From an optimization exercise on the open Yosys and OpenROAD flow, aimed at small area; shortcuts taken in it are not production practice. Function was checked by simulation only, so behaviour that the tests miss may differ from the original. The flow treats the clock pin as an ideal source, which a real chip does not have.

==> trial 72: inputs <==
// lath_rx
module lath_rx (
    input  wire        clk,
    input  wire        rst,           
    input  wire        in_valid,
    input  wire [9:0]  in_sym,        
    output reg         locked,
    output reg         code_err,      
    output reg         fold,          
    output reg         fold_det,      
    output reg         fr_sof,        
    output reg         fr_valid,      
    output reg  [7:0]  fr_data,
    output reg         fr_end,        
    output reg  [1:0]  fr_status,     
    output reg         mk_valid,      
    output reg         mk_err,        
    output wire [7:0]  mk_id,
    output wire [23:0] mk_lead,
    output wire        mk_origin
);
==> flow/config.mk <==
export PLATFORM = sky130hd
export DESIGN_NAME = lath_rx
export DESIGN_NICKNAME = lath_rx
export VERILOG_FILES = /design/flow/design.v
export SDC_FILE = /design/flow/constraint.sdc
export NUM_CORES = 4
export LEC_CHECK = 0
export CAP_MARGIN = 20
export CORE_MARGIN = 2
export CORE_UTILIZATION = 75
export GPL_TIMING_DRIVEN = 0
export SLEW_MARGIN = 20
==> flow/constraint.sdc <==
create_clock -name core_clock -period 25.0 [get_ports {clk}]
set_input_delay 5.0000 -clock core_clock [delete_from_list [all_inputs] [get_ports {clk}]]
set_output_delay 5.0000 -clock core_clock [all_outputs]
set_load 0.01 [all_outputs]
standard.sh (not shown) runs the stock make flow with config.mk's settings and CLKGATE_MAP_FILE= SYNTH_SCRIPT=/design/flow/synth_recipe.tcl, a recipe that flattens the netlist after the stock synthesis.
==> flow/flow/run.sh <==
#!/bin/bash
# Own layout flow: the standard synthesis, then an area-oriented re-mapping of
# the combinational logic only (registers, their names and cell types are kept
# exactly as the standard synthesis made them), then the standard layout steps
# with smaller port buffers.
set -euo pipefail
W=$PWD
R=$W/orfs/results/$FLOW_PLATFORM/lath_rx/base
LIB=$FLOW_HOME/platforms/$FLOW_PLATFORM/lib/sky130_fd_sc_hd__tt_025C_1v80.lib
YOSYS=${YOSYS_EXE:-$FLOW_HOME/../tools/install/yosys/bin/yosys}

# 1. standard synthesis, unchanged
bash standard.sh synth > $W/flow_synth_std.log 2>&1
cp $R/1_2_yosys.v $W/std_1_2_yosys.v

# 2. re-map the combinational cells for area
DU=""
for c in $(sed -n '/^export DONT_USE_CELLS/,/^#/p' $FLOW_HOME/platforms/$FLOW_PLATFORM/config.mk | tr -d '\\' | grep -o 'sky130_fd_sc_hd__[a-z0-9_]*'); do
  DU="$DU -dont_use $c"
done
cat > $W/resyn.ys <<EOF
read_liberty -ignore_miss_func $LIB
read_verilog $W/std_1_2_yosys.v
hierarchy -top $FLOW_TOP
blackbox sky130_fd_sc_hd__*df* sky130_fd_sc_hd__*dl* sky130_fd_sc_hd__conb_1
flatten
rename -hide w:*.*
opt_clean -purge
abc -liberty $LIB $DU -script $W/flow/area.abc
opt_clean -purge
hilomap -singleton -hicell sky130_fd_sc_hd__conb_1 HI -locell sky130_fd_sc_hd__conb_1 LO
insbuf -buf sky130_fd_sc_hd__buf_1 A X
opt_clean -purge
tee -o $W/resyn_stat.txt stat -liberty $LIB
write_verilog -noattr -noexpr -nohex -nodec $R/1_2_yosys.v
EOF
$YOSYS -s $W/resyn.ys > $W/flow_resyn.log 2>&1
rm -f $R/1_synth.odb $R/1_synth.sdc

# 3. the standard layout steps on the re-mapped netlist, with buf_1 port
#    buffers and, before CTS, the flip-flops split by placement into groups of
#    about 16, each clocked by its own clkbuf_8 (flow/prects.tcl); CTS then
#    only buffers the clock net from the port to those group buffers
export PRE_CTS_TCL=$W/flow/prects.tcl
export CLK_GROUP=16
export CLK_GROUP_BUF=sky130_fd_sc_hd__clkbuf_8
bash standard.sh "BUFFER_PORTS_ARGS=-buffer_cell sky130_fd_sc_hd__buf_1" \
  "CTS_ARGS=-clk_nets clk -repair_clock_nets -dont_use_dummy_load -buf_list sky130_fd_sc_hd__clkbuf_4" \
  finish > $W/flow_finish.log 2>&1
==> flow/flow/area.abc <==
strash
&get -n
&deepsyn -T 900
&put
dch -f
amap
strash
dch -f
amap
Other scripts of this flow, unchanged in this note and not shown: flow/flow/prects.tcl
==> trial 23: changes against trial 72 <==
==> flow/flow/area.abc (replaced) <==
strash
&get -n
&deepsyn -T 240
&put
dch -f
amap
strash
dch -f
amap
==> trial 64: changes against trial 72 <==
--- a/flow/design.v
+++ b/flow/design.v
@@ -160,12 +160,13 @@
     endfunction
     localparam [8:0] CNT0 = 9'd502;
     reg         rd;             
     reg  [5:0]  age1, age2, age3;   
     reg  [8:0]  nocomma;        
     reg         prev_k285;      
+    reg  [2:0]  fold_run;       
     reg         in_frame, in_mark;
     reg  [8:0]  cnt;            
     reg  [31:0] crc;            
     reg  [9:0]  aux;            
     assign mk_id     = crc[7:0];
     assign mk_lead   = crc[31:8];
@@ -196,28 +197,20 @@
     wire [7:0]  crc8_n = crc8_byte(aux[7:0], d);
     wire [8:0]  len9    = aux[8:0];
     wire        len_hi  = aux[9] || (aux[8] && (|aux[7:0]));
     wire        bad_len = len_hi || (cnt != len9);
     wire        bad_crc = (crc != CRC_RESIDUE);
     wire fr_len   = cnt[8] && cnt[7] && cnt[3] && !cnt[2] && cnt[1];
-    wire [2:0] fold_run  = cnt[2:0] ^ CNT0[2:0];
-    wire       fold_set  = idle && is_dat && d == 8'h4A && prev_k285;
-    wire [2:0] fold_next = (fold_run == 3'd7) ? 3'd7 : fold_run + 3'd1;
     wire nc_clr = locked ? (is_comma || lose) : (d_err || gain);
     wire nc_step = locked || is_comma;
     always @(posedge clk) begin
         fr_status <= (is_eof && !lose) ? (bad_len ? 2'd2 : bad_crc ? 2'd1 : 2'd0) : 2'd3;
         fr_data   <= d;
         if (in_valid) begin
             prev_k285 <= is_k285;
-            if (parse && is_dat && ((in_frame && !full) || (in_mark && !(mk_tail && cnt[0]))))
-                cnt <= cnt + 9'd1;
-            else if (parse && fold_set)
-                cnt[2:0] <= fold_next ^ CNT0[2:0];
-            else if (!(parse && idle && is_k285))
-                cnt <= CNT0;
+            cnt       <= (idle || !is_dat) ? CNT0 : cnt + 9'd1;
             if (is_dat && (in_frame || (in_mark && !mk_tail)))
                 crc <= crc_n;
             else if (!(is_dat && in_mark))
                 crc <= 32'hFFFFFFFF;
             if (is_dat && in_frame && fr_len) begin
                 if (!cnt[0])
@@ -230,12 +223,13 @@
                     aux[8] <= d[0];
             end else if (!is_dat || idle)
                 aux[7:0] <= 8'd0;
         end
         if (!locked) begin
             age1 <= AGEOUT; age2 <= AGEOUT; age3 <= AGEOUT;
+            fold_run <= 3'd0;
             in_frame <= 1'b0;
             in_mark  <= 1'b0;
         end else if (in_valid) begin
             if (d_err) begin
                 age1 <= AGE0;
                 age2 <= age_inc(age1);
@@ -244,12 +238,18 @@
                 age1 <= age_inc(age1);
                 age2 <= age_inc(age2);
                 age3 <= age_inc(age3);
             end
             in_frame <= parse && ((in_frame && is_dat && !full) || is_sof);
             in_mark  <= parse && ((in_mark && is_dat && !(mk_tail && cnt[0])) || is_k281);
+            if (!parse)
+                fold_run <= 3'd0;
+            else if (idle && is_dat && d == 8'h4A && prev_k285)
+                fold_run <= (fold_run == 3'd7) ? 3'd7 : fold_run + 3'd1;
+            else if (!is_k285)
+                fold_run <= 3'd0;
         end
         if (rst) begin
             rd        <= 1'b0;
             locked    <= 1'b0;
             nocomma   <= NC0;
             code_err  <= 1'b0;
@@ -259,14 +259,14 @@
             fr_valid  <= 1'b0;
             fr_end    <= 1'b0;
             mk_valid  <= 1'b0;
             mk_err    <= 1'b0;
         end else begin
             code_err <= in_valid && d_err;
-            fold     <= in_valid && parse && fold_set;
-            fold_det <= in_valid && parse && fold_set && fold_run == 3'd7;
+            fold     <= in_valid && parse && idle && is_dat && d == 8'h4A && prev_k285;
+            fold_det <= in_valid && parse && idle && is_dat && d == 8'h4A && prev_k285 && fold_run == 3'd7;
             fr_sof   <= in_valid && parse && is_sof;
             fr_valid <= in_valid && parse && in_frame && is_dat && !full;
             fr_end   <= in_valid && locked && in_frame && (lose || !is_dat || full);
             mk_valid <= in_valid && parse && in_mark && is_dat && mk_tail && cnt[0] && crc8_n == C8_RESIDUE;
             mk_err   <= in_valid && parse && in_mark && is_dat && mk_tail && cnt[0] && crc8_n != C8_RESIDUE;
             if (in_valid) begin
==> flow/flow/area.abc (replaced) <==
strash
dch
amap
- CORE_UTILIZATION: 75 -> 65
==> summary.txt <==
- In flip-flop and latch count, trial 72 and trial 23 do not differ.
- The lowest first-iteration DRC count belongs to trial 64, the highest to trial 23.
- The highest via count belongs to trial 72, the lowest to trial 64.
- Global-route usage, lowest first: trial 64, trial 23, trial 72.
- Cell area, lowest first: trial 23, trial 72, trial 64.
- Between trial 23 and trial 64, the lower wire length is in trial 64 (gap about 1.4%, measured against trial 64).
- Of trial 64 and trial 23, trial 23 has the higher critical path depth (gap 1).
- Trial 64 finished clean. Trial 72 finished clean. Trial 23 finished clean.
- Die area, highest first: trial 64, trial 72, trial 23.
- The highest setup slack belongs to trial 72, the lowest to trial 23.

## what the ideal ports hide
How much do the figures lean on ideal ports? The routed layouts below were timed once more, with nothing changed but the port constraints.
Step 1 sets driving cells, clkbuf_16 on the clock port and buf_2 on the other inputs (assumed; they add their load-dependent delay and slew).
Step 2 times the ports against the registers' clock, not the clock port: input delays grow and output delays shrink by t, the midpoint of the rising clock arrivals with the driver on.
a / b / c = no drivers / after step 1 / after step 2; a / b = the first two.
run	t, ns	setup slack, ns	hold WS [ns]	worst setup path at the end	worst slew at a driven data input, ns
trial 72	0.524	14.571 / 14.573 / 14.049	0.465 / 0.465 / 0.465	input to register	0.03
trial 23	0.516	13.540 / 13.548 / 13.032	0.510 / 0.510 / 0.510	input to register	0.04
trial 64	0.534	13.950 / 13.961 / 13.427	0.503 / 0.503 / 0.503	input to register	0.03
After both steps every run listed still meets setup and hold. For trial 64, which loses most, drivers alone change the setup slack by +0.011 ns; drivers and shift together by -0.523 ns.
